Source: an optimization exercise on an open RTL-to-GDS flow (aim: small area, a short achievable clock period and few clock cycles per item). Production flows keep margins and buffers that such runs may drop.
In this exercise RTL edits were held to simulation tests only and were not proved equivalent to the original.
Power and IR drop assume default switching activity.

**run.sh**
```bash
#!/bin/bash
# synth_recipe.tcl (not shown) runs the flow's synth.tcl, then flattens the netlist and writes it again
# the make line also repeats each setting of config.mk as NAME=value (left out here)
make -C /OpenROAD-flow-scripts/flow DESIGN_CONFIG=/design/flow/config.mk WORK_HOME=/design/flow/orfs CLKGATE_MAP_FILE= SYNTH_SCRIPT=/design/flow/synth_recipe.tcl finish
```
**config.mk**
```make
export PLATFORM = sky130hd
export DESIGN_NAME = cap_meas
export DESIGN_NICKNAME = cap_meas
export VERILOG_FILES = /design/flow/design.v
export SDC_FILE = /design/flow/constraint.sdc
export NUM_CORES = 4
export LEC_CHECK = 0
export CAP_MARGIN = 20
export CORE_MARGIN = 2
export CORE_UTILIZATION = 40
export SLEW_MARGIN = 20
```
**constraint.sdc**
```tcl
create_clock -name core_clock -period 14.0 [get_ports {clk}]
set_input_delay 2.8000 -clock core_clock [delete_from_list [all_inputs] [get_ports {clk}]]
set_output_delay 2.8000 -clock core_clock [all_outputs]
set_load 0.01 [all_outputs]
```
**design.v**
```verilog
module cap_meas (
    input  wire               clk,
    input  wire               rst,
    input  wire               start,
    input  wire signed [13:0] top,
    input  wire signed [13:0] base,
    output wire               ready,
    input  wire               in_valid,
    input  wire               in_last,
    input  wire signed [13:0] in_code,
    output reg                done,
    output reg  signed [13:0] res_min,
    output reg  signed [13:0] res_max,
    output wire signed [31:0] res_mean,
    output wire        [31:0] res_rms,
    output wire        [31:0] res_period,
    output reg         [47:0] res_freq,
    output reg         [14:0] res_ampl,
    output wire        [31:0] res_rise,
    output wire        [31:0] res_fall,
    output wire        [31:0] res_over,
    output reg         [9:0]  res_none
);
    localparam [63:0] C5 = 64'd30517578125;
    reg               iv_r, il_r;
    reg signed [13:0] ix_r;
    always @(posedge clk) begin
        if (rst) begin
            iv_r <= 1'b0;
            il_r <= 1'b0;
        end else begin
            iv_r <= in_valid;
            il_r <= in_valid & in_last;
        end
        ix_r <= in_code;
    end
    reg busy_s;       
    reg s_end;        
    reg first;        
    wire take = start & ~busy_s;
    assign ready = ~busy_s;
    reg signed [13:0] top_r, base_r;
    always @(posedge clk)
        if (take) begin
            top_r  <= top;
            base_r <= base;
        end
    wire signed [14:0] d_w  = top_r - base_r;
    wire        [15:0] u10  = d_w + 16'sd16395;       
    wire        [31:0] p10  = u10 * 32'd52429;         
    reg         [11:0] l1_q;                          
    reg                l1_nz;                         
    reg  signed [14:0] l1_d;
    always @(posedge clk) begin
        l1_q  <= p10[30:19];
        l1_nz <= |p10[18:15];
        l1_d  <= d_w;
    end
    wire signed [15:0] lv_low  = base_r + $signed({4'd0, l1_q}) - 16'sd1639;
    wire signed [15:0] lv_mid  = base_r + (($signed({l1_d[14], l1_d}) + 16'sd1) >>> 1);
    wire signed [15:0] lv_high = top_r - $signed({4'd0, l1_q}) + 16'sd1640 - $signed({15'd0, l1_nz});
    wire        [9:0]  hyst    = (l1_d >= 15'sd128) ? l1_d[13:4] : 10'd8;
    reg                first_n;
    wire signed [15:0] h_eff   = first_n ? 16'sd0 : $signed({6'd0, hyst});
    reg signed [15:0] v_low, v_mid, v_high;
    reg signed [15:0] up_low, dn_low, up_mid, dn_mid, up_high, dn_high;
    reg               d_pos;
    always @(posedge clk) begin
        v_low   <= lv_low;
        v_mid   <= lv_mid;
        v_high  <= lv_high;
        up_low  <= (lv_low  <<< 1) + h_eff;
        dn_low  <= (lv_low  <<< 1) - h_eff;
        up_mid  <= (lv_mid  <<< 1) + h_eff;
        dn_mid  <= (lv_mid  <<< 1) - h_eff;
        up_high <= (lv_high <<< 1) + h_eff;
        dn_high <= (lv_high <<< 1) - h_eff;
        d_pos   <= (l1_d > 15'sd0);
    end
    reg               vB, lB;
    reg signed [13:0] xB;
    reg        [26:0] sqB;
    wire signed [27:0] sq_w = ix_r * ix_r;
    always @(posedge clk) begin
        if (rst) begin
            vB <= 1'b0;
            lB <= 1'b0;
        end else begin
            vB <= iv_r;
            lB <= il_r;
        end
        xB  <= ix_r;
        sqB <= sq_w[26:0];
    end
    always @(*) first_n = first & ~vB;
    wire signed [15:0] x2 = {xB[13], xB, 1'b0};
    wire ge_l = (x2 >= up_low),  le_l = (x2 <= dn_low);
    wire ge_m = (x2 >= up_mid),  le_m = (x2 <= dn_mid);
    wire ge_h = (x2 >= up_high), le_h = (x2 <= dn_high);
    reg s_low, s_mid, s_high;
    wire ev   = vB & ~first;
    wire r_l  = ev & ~s_low  & ge_l;
    wire f_l  = ev &  s_low  & le_l;
    wire r_m  = ev & ~s_mid  & ge_m;
    wire f_m  = ev &  s_mid  & le_m;
    wire r_h  = ev & ~s_high & ge_h;
    wire f_h  = ev &  s_high & le_h;
    reg        [15:0] cnt;        
    reg        [15:0] mcnt;       
    reg signed [13:0] mn, mx, prev;
    reg        [29:0] sum_o;      
    reg        [41:0] sumsq;
    reg               lc_ok, hc_ok, rise_ok, fall_ok;
    reg [15:0] sk [0:5];
    reg [13:0] sa [0:5];          
    reg [13:0] sb [0:5];          
    reg [5:0]  sval, sfd;         
    wire       mid_first = r_m & (mcnt == 16'd0);
    wire       rise_done = r_h & ~rise_ok & (lc_ok | r_l);
    wire       fall_done = f_l & ~fall_ok & (hc_ok | f_h);
    wire [5:0] swr = {fall_done,
                      f_h & ~fall_ok,
                      rise_done,
                      r_l & ~rise_ok,
                      r_m,
                      mid_first};
    reg        fb;                
    reg [2:0]  fsel;
    reg [3:0]  fit;
    reg [15:0] frem;
    reg [14:0] fden;
    reg [8:0]  fq;
    localparam P_IDLE = 3'd0, P_MSQ = 3'd1, P_MEAN = 3'd2, P_FMUL = 3'd3,
               P_FDIV = 3'd4, P_PER = 3'd5, P_OVER = 3'd6;
    reg  [2:0]  pst;
    reg         pld;              
    reg  [5:0]  pit;
    reg  [23:0] R;
    reg  [23:0] DV;
    reg  [47:0] NS;
    reg  [29:0] so_c;             
    reg  [14:0] u_c;              
    reg  [13:0] d_c;              
    reg  [13:0] df_c;             
    reg         per_ok, ov_ok;
    reg  [29:0] mq;               
    reg  [29:0] root;             
    reg  [31:0] srem;
    reg  [1:0]  qpair;
    reg         sq_go;
    reg  [15:0] mcar;             
    reg  [23:0] per_r;            
    reg  [29:0] ovr_r;            
    reg  [23:0] rise_r, fall_r;
    wire need_m = (mcnt >= 16'd2);
    wire need_r = rise_ok & d_pos;
    wire need_f = fall_ok & d_pos;
    wire fr_ok  = (~need_m | (sfd[0] & sfd[1])) &
                  (~need_r | (sfd[2] & sfd[3])) &
                  (~need_f | (sfd[4] & sfd[5]));
    wire hand   = s_end & fr_ok & (pst == P_IDLE) & ~done;
    function [23:0] tdiff;
        input [15:0] kp, kn;
        input [8:0]  fp, fn;
        reg   [15:0] kd;
        reg   [9:0]  fd;
        begin
            kd = kp - kn;
            fd = {1'b0, fp} - {1'b0, fn};
            tdiff = {kd + {{14{fd[9]}}, fd[9:8]}, fd[7:0]};
        end
    endfunction
    wire [23:0] span_w = tdiff(sk[1], sk[0], sa[1][8:0], sa[0][8:0]);
    wire [23:0] rise_w = tdiff(sk[3], sk[2], sa[3][8:0], sa[2][8:0]);
    wire [23:0] fall_w = tdiff(sk[5], sk[4], sa[5][8:0], sa[4][8:0]);
    wire [5:0] sfin = {fall_ok, fall_ok, rise_ok, rise_ok, 1'b0, sval[0]};
    wire [5:0] sneed = {need_f, need_f, need_r, need_r, need_m, need_m};
    wire [5:0] selig = sval & ~sfd & ~swr & (s_end ? sneed : 6'b111111);
    wire [5:0] sfinal = selig & sfin;
    reg  [2:0] fpick;
    reg        fany;
    always @(*) begin
        fany  = 1'b1;
        fpick = 3'd0;
        if      (sfinal[0]) fpick = 3'd0;
        else if (sfinal[3]) fpick = 3'd3;
        else if (sfinal[2]) fpick = 3'd2;
        else if (sfinal[5]) fpick = 3'd5;
        else if (sfinal[4]) fpick = 3'd4;
        else if (selig[1])  fpick = 3'd1;
        else if (selig[2])  fpick = 3'd2;
        else if (selig[4])  fpick = 3'd4;
        else if (selig[0])  fpick = 3'd0;
        else if (selig[3])  fpick = 3'd3;
        else if (selig[5])  fpick = 3'd5;
        else                fany  = 1'b0;
    end
    reg signed [15:0] f_lv;
    reg               f_rise;
    always @(*) begin
        case (fpick)
            3'd0, 3'd1: begin f_lv = v_mid;  f_rise = 1'b1; end
            3'd2:       begin f_lv = v_low;  f_rise = 1'b1; end
            3'd3:       begin f_lv = v_high; f_rise = 1'b1; end
            3'd4:       begin f_lv = v_high; f_rise = 1'b0; end
            default:    begin f_lv = v_low;  f_rise = 1'b0; end
        endcase
    end
    wire signed [13:0] f_a = sa[fpick];
    wire signed [13:0] f_b = sb[fpick];
    wire signed [16:0] f_num = f_rise ? (f_lv - f_a) : (f_a - f_lv);
    wire        [14:0] f_den = f_rise ? (f_b - f_a) : (f_a - f_b);
    wire [16:0] frem2 = {frem, 1'b0};
    wire [16:0] fsub  = frem2 - {2'b00, fden};
    wire        fbit  = ~fsub[16];
    wire [9:0]  fq_n  = {fq, fbit};
    wire [8:0]  frac  = fq_n[9:1] + {8'd0, fq_n[0]};    
    wire        fabort = swr[fsel] | take | (s_end & ~sneed[fsel]);
    wire        ffin   = fb & (fit == 4'd8) & ~fabort;
    integer i;
    always @(posedge clk) begin
        if (rst) begin
            busy_s <= 1'b0;
            s_end  <= 1'b0;
            first  <= 1'b0;
            fb     <= 1'b0;
        end else begin
            if (take) begin
                busy_s  <= 1'b1;
                first   <= 1'b1;
                s_end   <= 1'b0;
            end
            if (vB) first <= 1'b0;
            if (vB & lB) s_end <= 1'b1;
            if (hand) begin
                busy_s <= 1'b0;
                s_end  <= 1'b0;
            end
            if (fb) begin
                if (fabort | ffin) fb <= 1'b0;
            end else if (fany & ~take & busy_s) begin
                fb <= 1'b1;
            end
        end
        if (take) begin
            cnt     <= 16'd0;
            mcnt    <= 16'd0;
            lc_ok   <= 1'b0;
            hc_ok   <= 1'b0;
            rise_ok <= 1'b0;
            fall_ok <= 1'b0;
            sval    <= 6'd0;
        end
        if (vB) begin
            cnt   <= cnt + 16'd1;
            prev  <= xB;
            sum_o <= first ? {16'd0, ~xB[13], xB[12:0]} : sum_o + {16'd0, ~xB[13], xB[12:0]};
            sumsq <= first ? {15'd0, sqB} : sumsq + {15'd0, sqB};
            if (first || xB < mn) mn <= xB;
            if (first || xB > mx) mx <= xB;
            if (first) begin
                s_low  <= ge_l;
                s_mid  <= ge_m;
                s_high <= ge_h;
            end else begin
                if (r_l) s_low  <= 1'b1;
                if (f_l) s_low  <= 1'b0;
                if (r_m) s_mid  <= 1'b1;
                if (f_m) s_mid  <= 1'b0;
                if (r_h) s_high <= 1'b1;
                if (f_h) s_high <= 1'b0;
            end
            if (r_m) mcnt <= mcnt + 16'd1;
            if (!rise_ok) begin
                if (r_l) lc_ok <= 1'b1;
                else if (f_l) lc_ok <= 1'b0;
            end
            if (!fall_ok) begin
                if (f_h) hc_ok <= 1'b1;
                else if (r_h) hc_ok <= 1'b0;
            end
            if (rise_done) rise_ok <= 1'b1;
            if (fall_done) fall_ok <= 1'b1;
        end
        for (i = 0; i < 6; i = i + 1) begin
            if (swr[i]) begin
                sk[i] <= cnt;
                sa[i] <= prev;
                sb[i] <= xB;
            end else if (ffin && fsel == i) begin
                sa[i] <= {5'd0, frac};
            end
        end
        if (swr != 6'd0 || ffin) begin
            sval <= (take ? 6'd0 : sval) | swr;
        end
        if (take) sfd <= 6'd0;
        else sfd <= (sfd & ~swr) | ((ffin ? (6'd1 << fsel) : 6'd0));
        if (!fb) begin
            fsel <= fpick;
            fit  <= 4'd0;
            frem <= f_num[16] ? 16'd0 : f_num[15:0];
            fden <= f_den;
            fq   <= 9'd0;
        end else begin
            fit  <= fit + 4'd1;
            frem <= fbit ? fsub[15:0] : frem2[15:0];
            fq   <= fq_n[8:0];
        end
    end
    wire [24:0] dsub = {R, NS[47]} - {1'b0, DV};
    wire        qbit = ~dsub[24];
    wire [23:0] R_n  = qbit ? dsub[23:0] : {R[22:0], NS[47]};
    wire [32:0] strial = {srem[30:0], qpair} - {1'b0, root, 2'b01};
    wire        cbit = C5[pit];
    wire [15:0] msum = mcar + (cbit ? {1'b0, u_c} : 16'd0);
    wire [24:0] spanp = {1'b0, per_r} + {11'd0, u_c[14:1]};
    always @(posedge clk) begin
        done <= 1'b0;
        if (rst) begin
            pst   <= P_IDLE;
            sq_go <= 1'b0;
        end else begin
            if (hand) begin
                pst     <= P_MSQ;
                pld     <= 1'b0;
                pit     <= 6'd0;
                R       <= {9'd0, sumsq[41:27]};
                NS      <= {sumsq[26:0], 21'd0};
                DV      <= {8'd0, cnt};
                so_c    <= sum_o;
                u_c     <= mcnt[14:0] - 15'd1;
                d_c     <= l1_d[13:0];
                df_c    <= mx - top_r;
                per_ok  <= need_m;
                ov_ok   <= d_pos & (mx > top_r);
                res_min <= mn;
                res_max <= mx;
                res_ampl <= mx - mn;
                rise_r  <= need_r ? rise_w : 24'd0;
                fall_r  <= need_f ? fall_w : 24'd0;
                per_r   <= span_w;
                res_none <= {~d_pos, ~need_f, ~need_r, 1'b0, ~need_m, ~need_m, 4'b0000};
                root    <= 30'd0;
                srem    <= 32'd0;
                qpair   <= 2'b00;
                sq_go   <= 1'b0;
            end else begin
                case (pst)
                    P_MSQ: begin
                        if (pit == 6'd0) ovr_r <= {5'd0, spanp};
                        pit   <= pit + 6'd1;
                        R     <= R_n;
                        NS    <= {NS[46:0], 1'b0};
                        qpair <= {qpair[0], qbit};
                        sq_go <= ~pit[0];
                        if (pit == 6'd58) begin
                            pst <= P_MEAN;
                            pld <= 1'b1;
                        end
                    end
                    P_MEAN: begin
                        sq_go <= 1'b0;
                        if (pld) begin
                            pld <= 1'b0;
                            pit <= 6'd0;
                            R   <= {8'd0, so_c[29:14]};
                            NS  <= {so_c[13:0], 1'b0, DV[15:1], 18'd0};
                        end else begin
                            pit <= pit + 6'd1;
                            R   <= R_n;
                            NS  <= {NS[46:0], 1'b0};
                            mq  <= {mq[28:0], qbit};
                            if (pit == 6'd29) begin
                                pst <= per_ok ? P_FMUL : (ov_ok ? P_OVER : P_IDLE);
                                pld <= 1'b1;
                                if (!per_ok) begin
                                    res_freq <= 48'd0;
                                    per_r    <= 24'd0;
                                end
                                if (!per_ok && !ov_ok) begin
                                    done  <= 1'b1;
                                    ovr_r <= 30'd0;
                                end
                            end
                        end
                    end
                    P_FMUL: begin
                        if (pld) begin
                            pld  <= 1'b0;
                            pit  <= 6'd0;
                            mcar <= {14'd0, per_r[23:22]};
                            NS[20:0] <= per_r[21:1];
                        end else begin
                            pit  <= pit + 6'd1;
                            mcar <= {1'b0, msum[15:1]};
                            {R, NS[47:21]} <= {msum[0], R, NS[47:22]};
                            if (pit == 6'd50) begin
                                pst <= P_FDIV;
                                pld <= 1'b1;
                            end
                        end
                    end
                    P_FDIV: begin
                        if (pld) begin
                            pld <= 1'b0;
                            pit <= 6'd0;
                            DV  <= per_r;
                        end else begin
                            pit <= pit + 6'd1;
                            R   <= R_n;
                            NS  <= {NS[46:0], 1'b0};
                            res_freq <= {res_freq[46:0], qbit};
                            if (pit == 6'd47) begin
                                pst <= P_PER;
                                pld <= 1'b1;
                            end
                        end
                    end
                    P_PER: begin
                        if (pld) begin
                            pld <= 1'b0;
                            pit <= 6'd0;
                            R   <= 24'd0;
                            NS  <= {ovr_r[24:0], 23'd0};
                            DV  <= {9'd0, u_c};
                        end else begin
                            pit   <= pit + 6'd1;
                            R     <= R_n;
                            NS    <= {NS[46:0], 1'b0};
                            per_r <= {per_r[22:0], qbit};
                            if (pit == 6'd24) begin
                                pst <= ov_ok ? P_OVER : P_IDLE;
                                pld <= 1'b1;
                                if (!ov_ok) begin
                                    done  <= 1'b1;
                                    ovr_r <= 30'd0;
                                end
                            end
                        end
                    end
                    P_OVER: begin
                        if (pld) begin
                            pld <= 1'b0;
                            pit <= 6'd0;
                            R   <= 24'd0;
                            NS  <= {df_c, 3'd0, d_c[13:1], 18'd0};
                            DV  <= {10'd0, d_c};
                        end else begin
                            pit   <= pit + 6'd1;
                            R     <= R_n;
                            NS    <= {NS[46:0], 1'b0};
                            ovr_r <= {ovr_r[28:0], qbit};
                            if (pit == 6'd29) begin
                                pst  <= P_IDLE;
                                done <= 1'b1;
                            end
                        end
                    end
                    default: ;
                endcase
            end
            if (sq_go) begin
                if (!strial[32]) begin
                    srem <= strial[31:0];
                    root <= {root[28:0], 1'b1};
                end else begin
                    srem <= {srem[29:0], qpair};
                    root <= {root[28:0], 1'b0};
                end
            end
        end
    end
    assign res_mean   = {{3{~mq[29]}}, mq[28:0]};
    assign res_rms    = {2'b00, root};
    assign res_period = {8'd0, per_r};
    assign res_rise   = {8'd0, rise_r};
    assign res_fall   = {8'd0, fall_r};
    assign res_over   = {2'b00, ovr_r};
endmodule
```
==> run notes <==
- Clock skew on the completed layout was measured at 41.40 ps.
- Setup repair after global routing left no endpoint under its margin.
- The total vias in the final route is ~57000.
- The class of the most critical hold timing path is flip-flop to flip-flop.
- The post-route fraction of the period consumed by the critical path is 69.72%.
- The source-to-sink clock delay at the later pin of the worst-skew pair is 800 ps.
- The flip-flop and latch count after synthesis is roughly 1200.
- The final RePlAce weighted congestion is around 0.94.
- The tool flagged a number of max-cap violations equal to 0.
- The worst setup path is launched from a flip-flop.
- The residual overflow from global routing is 0.
- The slowest stage of the critical path is the a2111oi_0 cell.
- For the pin with the worst max-slew slack, the measured transition is between 1000 and 1500 ps.
- The maximum vdd ir drop is about 0.74 mV.
- The number of clock buffers added by TritonCTS is approximately 140.
- Headroom to the max-slew limit came out at between 20% and 30%.
- In this run the remaining antenna-violating nets after routing total 0.
- The number of search-and-repair iterations in the first detailed-routing pass is 8.
- The kind of capture point of the worst setup path is a flip-flop.
- The highest net fanout along the worst path is 5.
- The die span in y is roughly 450 µm.
- CTS placed an instance of clkbuf_16 at the clock tree root.
- The sequential cell area fraction in the yosys report is between 40% and 50%.
- The synthesis warning total is 4.
- The maximum achievable frequency is 0.1025 GHz.
- The synthesized area divided by synthesized cell count is ~10 µm².
- After detailed routing, the number of vias per cell comes to approximately 5.4.
- The final layout contains routed wiring with a total length of about 230000 µm.
- Counting distinct cell types in the post-synthesis netlist gives 100.
- The floorplan row count is 162.
- The data required time at the worst endpoint is ~15000 ps.
- The setup TNS after final layout is 0 ps.
- The total half-perimeter wirelength after legalization and detailed placement is roughly 170000 µm.
- The number of buffers added on ports is between 300 and 400.
- The number of endpoints with negative hold slack in the final report is 0.
- The most used flip-flop cell after synthesis is edfxtp_1.
- The CTS tree is yes.
- The number of cells on the worst reg-to-reg path is 38.
- The width of the die is 447.6 µm.
- Dividing the detail-routed wire length by the instance count gives between 20 and 25 µm.
- The number of global-route vias before repair came to roughly 56000.
- The clock net sink count is 1221.
- Setup violations remaining at the end of the flow were counted as 0.
- In this run the static leakage power is ~38 nW.
- The sum of buffers and inverters on the critical path is 6.
- Yosys mapped a number of flops with a built-in enable equal to about 930.
- The number of max-slew violations in the final report is 0.
- The worst hold path was traced through 0 stages.
- The level count of the clock H-tree is 4.
- The category of the critical setup timing path is flip-flop to flip-flop.
- The relative area change from synthesis to final layout is 13.36%.
- Counting stages on the worst path, the most repeated cell is inv_1.
- The run finished with no timing, DRC or antenna violations.
- The initial antenna violation count came to 12.
- The ratio of cells with drive above 1 in the final layout is under 10%.
- In the synthesized netlist the async set-or-reset flop fraction comes to 0%.
- Once the clock tree was built, the setup fixing pass inserted 0 buffers.
- The I/O pin total is 342.
- Once the floorplan was initialized, standard cells occupied approximately two fifths of the core.
- For the worst setup path, the data arrival time is 10460 ps.
- The proportion of power drawn by flip-flops and latches is between 20% and 30%.
- Dividing total power by cell area gives a power density of 255.4 nW/µm².
- The clock slew at the register clock pins of the worst setup and hold paths is 60 ps.
- In the global route stage, overall resource usage came out at 22.44%.
- The number of buffers added to fix hold violations after cts is 0.
- The final hold slack is around 430 ps.
- The largest net degree at the start of global routing is 83.
- The floorplan step defined a core boundary enclosing 195200 µm².
- The clock network is responsible for 16.1% of the overall power.
- The count of nets after finishing is slightly below 9000.
- The shortest period the worst path allows is between 9000 and 10000 ps.
- The global-route wire length before repair is ~340000 µm.
- The total die area is roughly 200000 µm².
- The largest buffer count on any clock path is 3.
- The switching power total is a little over 10 mW.
- The internal power consumption is about 13 mW.
- In this design, the stage delay of the slowest critical-path cell is approximately 730 ps.
- The gate family responsible for the most delay along the worst path is compound AO/OA/AOI/OAI gates.
- The netlist area before placement is ~79000 µm².
- In this run, the combinational gates consume between 60% and 70% of the power.
- After technology mapping, the gate count stands at approximately 7500.
- The share of total power consumed by net switching is between 40 and 50%.
- The number of gates resized after CTS is 0.
- The number of DRC violations after detailed-routing iteration 0 is approximately 4800.
- The post-detailed-route DRC marker count is 0.
- The count of cell instances traversed by the critical path is 38.
[final timing paths]
path | from | to | slack [ps]
worst max-delay path | top_r[0] | l1_q[11] | 4240
worst min-delay path | mn[12] | res_min[12] | 430
worst max register to register | top_r[0] | l1_q[11] | 4240
worst min register to register | mn[12] | res_min[12] | 430
[synth_stat cells (all sizes together) (72+ instances only)]
cell	count	area, µm²
a21o	188	1411
a21oi	390	1967
a22oi	72	540.5
and2	119	747.0
and3	113	706.9
buf	107	705.7
clkbuf	186	698.2
dfxtp	295	5906
edfxtp	926	27810
fa	326	6526
ha	750	9384
inv	925	3475
nand2	526	1974
nand3	110	550.5
nor2	607	2278
nor2b	126	788.3
nor3	109	545.5
o21ai	316	1589
xnor2	282	2477
xor2	187	1638
[sequential cells by signal, indices dropped and copies added (netlist names), 24 cells and up]
name	count
DV	24
NS	48
R	24
fall_r	24
mq	30
ovr_r	30
per_r	24
res_freq	48
rise_r	24
root	30
sa	84
sb	84
sk	96
so_c	30
sqB	26
srem	31
sum_o	30
sumsq	42
[power groups by stage]
| stage | combinational (mW) | clock, mW | sequential (mW) |
|---|---|---|---|
| floorplan | 10.5 | 0 | 4.74 |
| global placement | 13.9 | 0 | 4.90 |
| detailed placement | 14.2 | 0 | 4.91 |
| CTS | 14.4 | 3.76 | 4.83 |
| global route | 16.1 | 3.89 | 4.86 |
| finish | 14.3 | 3.68 | 4.84 |
[cell usage in the layout (no fill, tap or decap), drive strengths merged, types with 48 or more instances in the layout]
master         netlist  layout
edfxtp             926     926
and3               113     113
nor2               607     607
nor3               109     109
xnor2              282     282
fa                 326     326
nand2b              66      66
nand3              110     110
mux2i               70      70
o21a                60      60
a31oi               51      51
inv                925     930
or3                 48      48
ha                 750     750
o21bai              57      57
clkdlybuf4s50        0     308
dfxtp              295     295
a21o               188     188
clkinv               1      50
mux2                54      54
a21oi              390     390
o21ai              316     316
nand2              526     526
xor2               187     187
nor2b              126     126
buf                107      93
a22oi               72      72
clkbuf             186     184
and2               119     119
[routing by layer]
layer | GRT usage (%) | part of all wire [%] | wire [µm] | up-vias
li1 | - | - | - | 26608
met1 | 29.97 | 43 | 98380 | 27788
met2 | 36.30 | 46 | 104600 | 1824
met3 | 3.075 | 6.1 | 13780 | 421
met4 | 9.867 | 4.7 | 10710 | 0
met5 | 0 | 0 | 0 | -
[cell type report]
cell class / instances / area, µm²
clock buffer: 184 / 3815
sequential: 1221 / 33720
clock inverter: 76 / 729.5
inverter: 926 / 3478
antenna: 9 / 22.52
multi-input combinational: 5109 / 40410
timing repair buffer: 401 / 3781
tap: 2624 / 3283
fill: 18303 / 106000
[stage by stage]
step	total power, mW	area, µm²	setup slack [ps]	std cells	util (%)
after CTS	22.95	89210	4184	10541	45.71
after floorplan	15.25	78850	3229	7549	-
after global routing	24.85	89230	3683	10545	45.71
final	22.79	89240	4240	10550	45.72
after global placement	18.80	84670	4284	10281	43.38
after detailed placement	19.15	84670	4295	10281	43.38
[cells by family (layout without fill, tap and decap cells)]
| kind of cell | after synthesis | count (layout) | synth area share (%) |
|---|---|---|---|
| AND/OR/NAND/NOR | 1936 | 1936 | 11.57 |
| buffers and inverters | 1219 | 1587 | 6.201 |
| XOR/XNOR | 470 | 470 | 5.256 |
| AO/OA/AOI/OAI | 1470 | 1470 | 12.23 |
| adder cells (fa/ha/maj) | 1076 | 1076 | 20.21 |
| other | 1 | 42 | 0.004763 |
| flip-flops | 1221 | 1221 | 42.82 |
| multiplexers | 124 | 124 | 1.710 |
Testbench counts, summed over its fixed seeds: cycles 143,349, records 256.

[what the ideal ports hide]
In the flow no input, the clock included, has a driving cell. The finished layout below was timed again as built, in two steps.
Step 1 (the two cells are an assumption about what drives the block):
set clk [get_ports {clk}]
set_driving_cell -lib_cell sky130_fd_sc_hd__clkbuf_16 $clk
set_driving_cell -lib_cell sky130_fd_sc_hd__buf_2 [delete_from_list [all_inputs] $clk]
Step 2 also shifts input and output timing later by t, the mid clock arrival at the registers, as if the neighbouring blocks saw the same clock.
Three values: no drivers, after step 1, after step 2; two values: the first two.
t, ns: 0.867
setup WS [ns]: 4.240 / 4.240 / 4.240
worst register clock-pin slew, ns: 0.07 / 0.07
After both steps this run still meets setup and hold. The setup slack of this run moves by 0.000 ns with the drivers and by 0.000 ns with both steps.
